Source: an optimization exercise on an open RTL-to-GDS flow (aim: small area, a short achievable clock period and few clock cycles per item). Production flows keep margins and buffers that such runs may drop.
Only simulation tests tie the RTL to the original design; equivalence was not proved.
Power figures rest on the tool's default switching activity, not on a simulated workload.

==> build 39: inputs <==
Design trtcm_meter_bank, start of the top module:
module trtcm_meter_bank (
    input  wire        clk,
    input  wire        rst,
    input  wire        in_valid,
    output wire        in_ready,
    input  wire        in_cfg,
    input  wire [3:0]  in_idx,
    input  wire [13:0] in_len,
    input  wire [39:0] in_ts,
    input  wire [27:0] in_cir,
    input  wire [27:0] in_pir,
    input  wire [23:0] in_cbs,
    input  wire [23:0] in_pbs,
    output reg         out_valid,
    output reg  [1:0]  out_colour
);
export LEC_CHECK = 0
export CAP_MARGIN = 20
export CORE_MARGIN = 2
export CORE_UTILIZATION = 30
export GPL_ROUTABILITY_DRIVEN = 1
export PLACE_DENSITY = 0.45
export SLEW_MARGIN = 20
create_clock -name core_clock -period 28.0 [get_ports {clk}]
standard.sh (not shown) runs the stock make flow with config.mk's settings and CLKGATE_MAP_FILE= SYNTH_SCRIPT=/design/flow/synth_recipe.tcl, a recipe that flattens the netlist after the stock synthesis.
==> flow/flow/run.sh <==
#!/bin/bash
# The standard layout (standard.sh), with the ports buffered by
# sky130_fd_sc_hd__buf_2 instead of the smallest buffer cell ORFS picks
# (clkdlybuf4s50_1, a delay cell that is slow on the output paths).
set -euo pipefail
export BUFFER_PORTS_ARGS="-buffer_cell sky130_fd_sc_hd__buf_2"
bash standard.sh > standard.log 2>&1
==> trial 21 (differences from build 39) <==
--- a/flow/design.v
+++ b/flow/design.v
@@ -216,16 +216,22 @@
     wire [49:0]        dcmp = {3'd0, s3_d} - {3'd0, s3_gc} - {{2{s3_qc[47]}}, s3_qc} - 50'd1;
     wire [49:0]        ecmp = {3'd0, s3_e} - {3'd0, s3_gp} - {{2{s3_qp[47]}}, s3_qp} - 50'd1;
     wire dge   = ~dsub[48];                           
     wire ege   = ~esub[48];
     wire ylw   = s3_qc[47] | ~dcmp[49];               
     wire red   = s3_qp[47] | ~ecmp[49];               
     wire green = ~red & ~ylw;
-    assign d_new = dge ? (green ? dadd : dsub[46:0]) : (green ? 47'(s3_b) : 47'd0);
-    assign e_new = ege ? (red ? esub[46:0] : eadd)   : (red ? 47'd0 : 47'(s3_b));
+    wire d_add = green & dge;
+    wire d_sub = ~green & dge;
+    wire d_b   = green & ~dge;
+    wire e_add = ~red & ege;
+    wire e_sub = red & ege;
+    wire e_b   = ~red & ~ege;
+    assign d_new = ({47{d_add}} & dadd) | ({47{d_sub}} & dsub[46:0]) | ({47{d_b}} & 47'(s3_b));
+    assign e_new = ({47{e_add}} & eadd) | ({47{e_sub}} & esub[46:0]) | ({47{e_b}} & 47'(s3_b));
     assign fr4  = s3_v & ~s3_cfg & s3_met;
     assign cfg4 = s3_v &  s3_cfg & s3_met;
     always_ff @(posedge clk) begin
         if (rst) s5_v <= 1'b0;
         else     s5_v <= fr4;
     end
     always_ff @(posedge clk) begin
==> trial 17 (differences from build 39) <==
--- a/flow/design.v
+++ b/flow/design.v
@@ -216,16 +216,22 @@
     wire [49:0]        dcmp = {3'd0, s3_d} - {3'd0, s3_gc} - {{2{s3_qc[47]}}, s3_qc} - 50'd1;
     wire [49:0]        ecmp = {3'd0, s3_e} - {3'd0, s3_gp} - {{2{s3_qp[47]}}, s3_qp} - 50'd1;
     wire dge   = ~dsub[48];                           
     wire ege   = ~esub[48];
     wire ylw   = s3_qc[47] | ~dcmp[49];               
     wire red   = s3_qp[47] | ~ecmp[49];               
     wire green = ~red & ~ylw;
-    assign d_new = dge ? (green ? dadd : dsub[46:0]) : (green ? 47'(s3_b) : 47'd0);
-    assign e_new = ege ? (red ? esub[46:0] : eadd)   : (red ? 47'd0 : 47'(s3_b));
+    wire d_add = green & dge;
+    wire d_sub = ~green & dge;
+    wire d_b   = green & ~dge;
+    wire e_add = ~red & ege;
+    wire e_sub = red & ege;
+    wire e_b   = ~red & ~ege;
+    assign d_new = ({47{d_add}} & dadd) | ({47{d_sub}} & dsub[46:0]) | ({47{d_b}} & 47'(s3_b));
+    assign e_new = ({47{e_add}} & eadd) | ({47{e_sub}} & esub[46:0]) | ({47{e_b}} & 47'(s3_b));
     assign fr4  = s3_v & ~s3_cfg & s3_met;
     assign cfg4 = s3_v &  s3_cfg & s3_met;
     always_ff @(posedge clk) begin
         if (rst) s5_v <= 1'b0;
         else     s5_v <= fr4;
     end
     always_ff @(posedge clk) begin
==> flow/flow/run.sh (replaced) <==
#!/bin/bash
# The standard layout (standard.sh), with the ports buffered by
# sky130_fd_sc_hd__buf_4 instead of the smallest buffer cell ORFS picks
# (clkdlybuf4s50_1, a delay cell that is slow on the output paths).
set -euo pipefail
export BUFFER_PORTS_ARGS="-buffer_cell sky130_fd_sc_hd__buf_4"
bash standard.sh > standard.log 2>&1
CTS_BUF_LIST = sky130_fd_sc_hd__clkbuf_8   (was not set)
==> results.txt <==
Build 39 finished but fails on antenna rules. Trial 21 completed without violations. Trial 17 produced a clean layout. In synthesized area, trial 21 and build 39 hardly differ. Clock skew, highest first: trial 17, build 39, trial 21. Clock power, lowest first: trial 17, build 39, trial 21. Final cell count: trial 17 is higher than build 39 (about 1.8%). Critical path depth: build 39 > trial 21 > trial 17. Global-route usage: trial 21 > trial 17 > build 39.
==> figures <==
item                                             trial 17                    build 39    trial 21
Result of the run        no timing/DRC/antenna violations  complete, but fails checks  no timing/DRC/antenna violations
Reasons for failing layout checks                       -               antenna rules           -
Clock buffer count                                    560                         415         413
Proportion of cell area occupied by registers       44.3%                       44.2%       44.2%
Antenna violations before repair                       43                          43          47
HPWL after DPL                                  363000 µm                   356000 µm   368000 µm
Compound-Gate Fraction of Synth Area                11.4%                       11.8%       11.4%
Buffers outside the clock class                       420                         420         436
Register-to-Register Setup Slack                 20170 ps                    19460 ps    19340 ps
Initial standard-cell utilization of the core       30.1%                       30.1%       30.1%
Power dissipated in combinational cells           7.52 mW                     7.77 mW     7.82 mW
Mapped Cells                                        13513                       13497       13513
Detailed Routing Iterations Pass 1                      6                           7           6
Share of layout cells above drive strength 1        12.8%                       11.7%       11.7%
Cell area after placement                      169000 µm²                  168000 µm²  168000 µm²
Testbench counts of build 39, summed over its fixed seeds: cycles 24,168, items 24,000.
Testbench counts of trial 21, summed over its fixed seeds: cycles 24,168, items 24,000.
Testbench counts of trial 17, summed over its fixed seeds: cycles 24,168, items 24,000.

[static timing again, ports no longer ideal]
Ports are ideal in the flow. The routed layouts listed here were re-timed in OpenROAD.
Step 1 (the two cells are an assumption about what drives the block):
set clk [get_ports {clk}]
set_driving_cell -lib_cell sky130_fd_sc_hd__clkbuf_16 $clk
set_driving_cell -lib_cell sky130_fd_sc_hd__buf_2 [delete_from_list [all_inputs] $clk]
Step 2, shift: input delay + t, output delay - t, t = (earliest + latest rising clock arrival at the registers) / 2. This alone moves slack from input paths to output paths.
Slacks: ideal / step 1 / step 2; pairs: ideal / step 1.
run | shift t [ns] | setup slack, ns | hold slack, ns | slew at the worst register clock pin (ns)
build 39 | 1.058 | 19.461 / 19.461 / 19.461 | 0.328 / 0.328 / 0.328 | 0.07 / 0.07
trial 21 | 1.061 | 19.342 / 19.342 / 19.342 | 0.304 / 0.304 / 0.304 | 0.07 / 0.07
trial 17 | 1.285 | 20.168 / 20.168 / 20.168 | 0.325 / 0.325 / 0.325 | 0.08 / 0.08
